Source: an optimization exercise on an open RTL-to-GDS flow (aim: small area). Production flows keep margins and buffers that such runs may drop.
Function was checked by simulation only, so behaviour that the tests miss may differ from the original.
No activity file was given, so power comes from the tool's default toggle rates.

==> inputs of v11 <==
==> flow/design.v (excerpt) <==
module spike_rank_filter (
    input  wire        clk,
    input  wire        rst,           
    input  wire [15:0] raw,           
    input  wire [1:0]  mode,          
    input  wire [1:0]  win,           
    input  wire [3:0]  rank,          
    input  wire [15:0] thr,           
    input  wire        cnt_rd,        
    output wire [15:0] clean,
    output wire        excised,
    output reg  [31:0] excise_count
);
Settings: LEC_CHECK=0, CAP_MARGIN=20, CORE_MARGIN=2, CORE_UTILIZATION=55, CTS_BUF_LIST=sky130_fd_sc_hd__clkbuf_16, CTS_CLUSTER_DIAMETER=100, CTS_CLUSTER_SIZE=25, PLACE_DENSITY=0.7, SLEW_MARGIN=20; clock period 7.0 ns.
run.sh (not shown) runs the stock make flow with config.mk's settings and CLKGATE_MAP_FILE= SYNTH_SCRIPT=/design/flow/synth_recipe.tcl, a recipe that flattens the netlist after the stock synthesis.
==> inputs of v29, as changes to v11 <==
==> flow/flow/run.sh (new file) <==
#!/bin/bash
# Own layout flow: the standard ORFS flow with
#  - the same synthesis script, but an area-oriented ABC script and only full
#    adders extracted (flow/my_synth.tcl, flow/abc_area.script);
#  - port buffers of the smallest buffer (buf_1) instead of the default;
#  - clock tree: clkbuf_16 only, larger sink clusters, no dummy loads.
# The standard synthesis is run first as a reference: if the registers of the
# own synthesis (names and cell types) differ from it, the flow falls back to
# the standard synthesis. Every tool's output goes to a log file here.
set -euo pipefail
W=$PWD
F=$W/flow
PLAT=${FLOW_PLATFORM:-sky130hd}

bash standard.sh synth > $W/log_std_synth.txt 2>&1
mv $W/orfs $W/orfs_std

# 2. our configuration: the standard flow's config.mk plus layout settings
cat > $W/own_config.mk <<EOF
include $W/config.mk
export BUFFER_PORTS_ARGS = -buffer_cell sky130_fd_sc_hd__buf_1
export GPL_TIMING_DRIVEN = 0
export CTS_ARGS = -sink_clustering_enable -repair_clock_nets -dont_use_dummy_load -sink_clustering_size 15 -sink_clustering_max_diameter 100 -buf_list sky130_fd_sc_hd__clkbuf_8
EOF

# the make command of standard.sh, with our config and synthesis script
MK=$(grep '^make ' $W/standard.sh | sed -e "s#DESIGN_CONFIG=[^ ]*#DESIGN_CONFIG=$W/own_config.mk#" \
    -e "s#SYNTH_SCRIPT=[^ ]*#SYNTH_SCRIPT=$F/my_synth.tcl#" -e 's#"\${@:-finish}"##')

export MY_ABC_SCRIPT=$F/abc_area.script
export MY_FA_ONLY=1
eval "$MK synth" > $W/log_own_synth.txt 2>&1

# 3. same registers as the standard synthesis?
regs() {
    python3 - "$1" <<'PY'
import re, sys
txt = open(sys.argv[1]).read()
out = []
for m in re.finditer(r'^\s*(sky130_fd_sc_hd__(?:df|dl|sdf|edf)\w*?)(?:_\d+)?\s+(\S+)\s*\(', txt, re.M):
    out.append(m.group(2) + ' ' + m.group(1))
print('\n'.join(sorted(out)))
PY
}
R=results/$PLAT/spike_rank_filter/base
regs $W/orfs_std/$R/1_2_yosys.v > $W/regs_std.txt
regs $W/orfs/$R/1_2_yosys.v > $W/regs_own.txt
if cmp -s $W/regs_std.txt $W/regs_own.txt && [ -s $W/regs_std.txt ]; then
    echo "registers match the standard synthesis ($(wc -l < $W/regs_std.txt))" > $W/log_regs.txt
else
    echo "registers differ: using the standard synthesis" > $W/log_regs.txt
    rm -rf $W/orfs
    cp -a $W/orfs_std $W/orfs
    MK=$(echo "$MK" | sed -e "s#SYNTH_SCRIPT=[^ ]*#SYNTH_SCRIPT=$W/synth_recipe.tcl#")
fi

# 4. the rest of the flow
eval "$MK finish" > $W/log_own_flow.txt 2>&1

# 5. the final DEF
: # left out here: write the final layout as DEF
==> flow/flow/abc_area.script (new file) <==
strash
&get -n
&fraig -x
&put
scorr
dc2
balance; rewrite; refactor; balance; rewrite; rewrite -z; balance; refactor -z; rewrite -z; balance
strash
&get -n
&dch -f
&nf -R 1000
&put
==> flow/flow/my_synth.tcl (new file) <==
proc synth {args} { yosys synth -nofsm -noshare {*}$args }
# Area-oriented technology mapping: the ABC script in MY_ABC_SCRIPT replaces
# ORFS's, and only full adders are extracted (no half adders).
proc abc {args} {
  set i [lsearch -exact $args -script]
  if {$i >= 0 && [info exists ::env(MY_ABC_SCRIPT)]} { lset args [expr {$i+1}] $::env(MY_ABC_SCRIPT) }
  yosys abc {*}$args
}
if {[info exists ::env(MY_FA_ONLY)]} { proc extract_fa {args} { yosys extract_fa -fa } }
source $::env(SCRIPTS_DIR)/synth.tcl
# left out here: clear keep_hierarchy, flatten, clean up, hide names made inside functions, write 1_2_yosys.v
==> flow/standard.sh (new file) <==
#!/bin/bash
# synth_recipe.tcl (not shown) runs the flow's synth.tcl, then flattens the netlist and writes it again
# the make line also repeats each setting of config.mk as NAME=value (left out here)
make -C /OpenROAD-flow-scripts/flow DESIGN_CONFIG=/design/flow/config.mk WORK_HOME=/design/flow/orfs CLKGATE_MAP_FILE= SYNTH_SCRIPT=/design/flow/synth_recipe.tcl "${@:-finish}"
Settings changed: CORE_UTILIZATION 55 to 50, CTS_BUF_LIST sky130_fd_sc_hd__clkbuf_16 to not set, CTS_CLUSTER_DIAMETER 100 to not set, CTS_CLUSTER_SIZE 25 to not set, PLACE_DENSITY 0.7 to 0.8.
removed: flow/run.sh
==> qor summary <==
Crit Path Max Fanout: v29 16; v11 17
Sum of met3 wire segment lengths after detailed routing: v29 2.365 mm; v11 2.263 mm
Synthesized-area fraction occupied by ao, oa, aoi and oai cells: v29 20.50%; v11 14.66%
Area used by multi-input combinational logic: v29 5296 um2; v11 6509 um2
TritonCTS buffer count: v29 22; v11 15
Worst hold endpoint: v29 cl4[12]; v11 cl4[15]
Overall power: v29 4.221 mW; v11 4.400 mW
Total internal power: v29 2.770 mW; v11 2.866 mW
Initial Util: v29 50.87%; v11 56.23%
Global-route wire length before repair: v29 42.15 mm; v11 53.77 mm
Number of antenna violations at the first check in global routing: v29 1; v11 0
Die Wd: v29 153 um; v11 156.4 um
Post-synthesis to final-layout area growth: v29 9.659%; v11 12.19%
Post-Synthesis Cell Area: v29 11,100 um2; v11 12,770 um2
Multi-input gate count: v29 735; v11 912
GR Util met1: v29 31.84%; v11 40.70%
Share of synthesized area spent on multiplexers: v29 1.375%; v11 0.7741%
Vert. Die Dim: v29 153 um; v11 156.4 um
Area after DPL: v29 11,860 um2; v11 13,920 um2
Minimum clock period: v29 6.344 ns; v11 6.203 ns
Outcome: v29 timing/DRC/antenna clean; v11 timing/DRC/antenna clean
Max_slew headroom: v29 25.07%; v11 39.83%
Fraction of final layout cells with drive strength greater than 1: v29 2.883%; v11 5.128%
Via count: v29 8,897; v11 10,068
Crit Reg-Reg Startpoint: v29 age[3]; v11 age[1]
Worst hold slack after final layout: v29 0.3106 ns; v11 0.3336 ns
Relative contribution of the clock network to total power: v29 17.7%; v11 20.4%

## afterwards: timing with drivers on the ports
No port has a modelled driver above. Below, the same layouts with a new extraction and two added sets of constraints. Step 1, drivers: a clkbuf_16 drives clk and a buf_2 each remaining input, both assumed. Step 2 also shifts input and output timing later by t, the mid clock arrival at the registers, as if the neighbouring blocks saw the same clock. Slacks: ideal ports / drivers / drivers and shift; pairs: ideal ports / drivers.
run | t, ns | slack for setup (ns) | worst register clock-pin slew, ns
v11 | 0.539 | 0.797 / 0.820 / 0.281 | 0.10 / 0.10
v29 | 0.556 | 0.656 / 0.665 / 0.109 | 0.10 / 0.10
After both steps every run listed still meets setup and hold. For v29, which loses most, drivers alone change the setup slack by +0.009 ns; drivers and shift together by -0.547 ns.
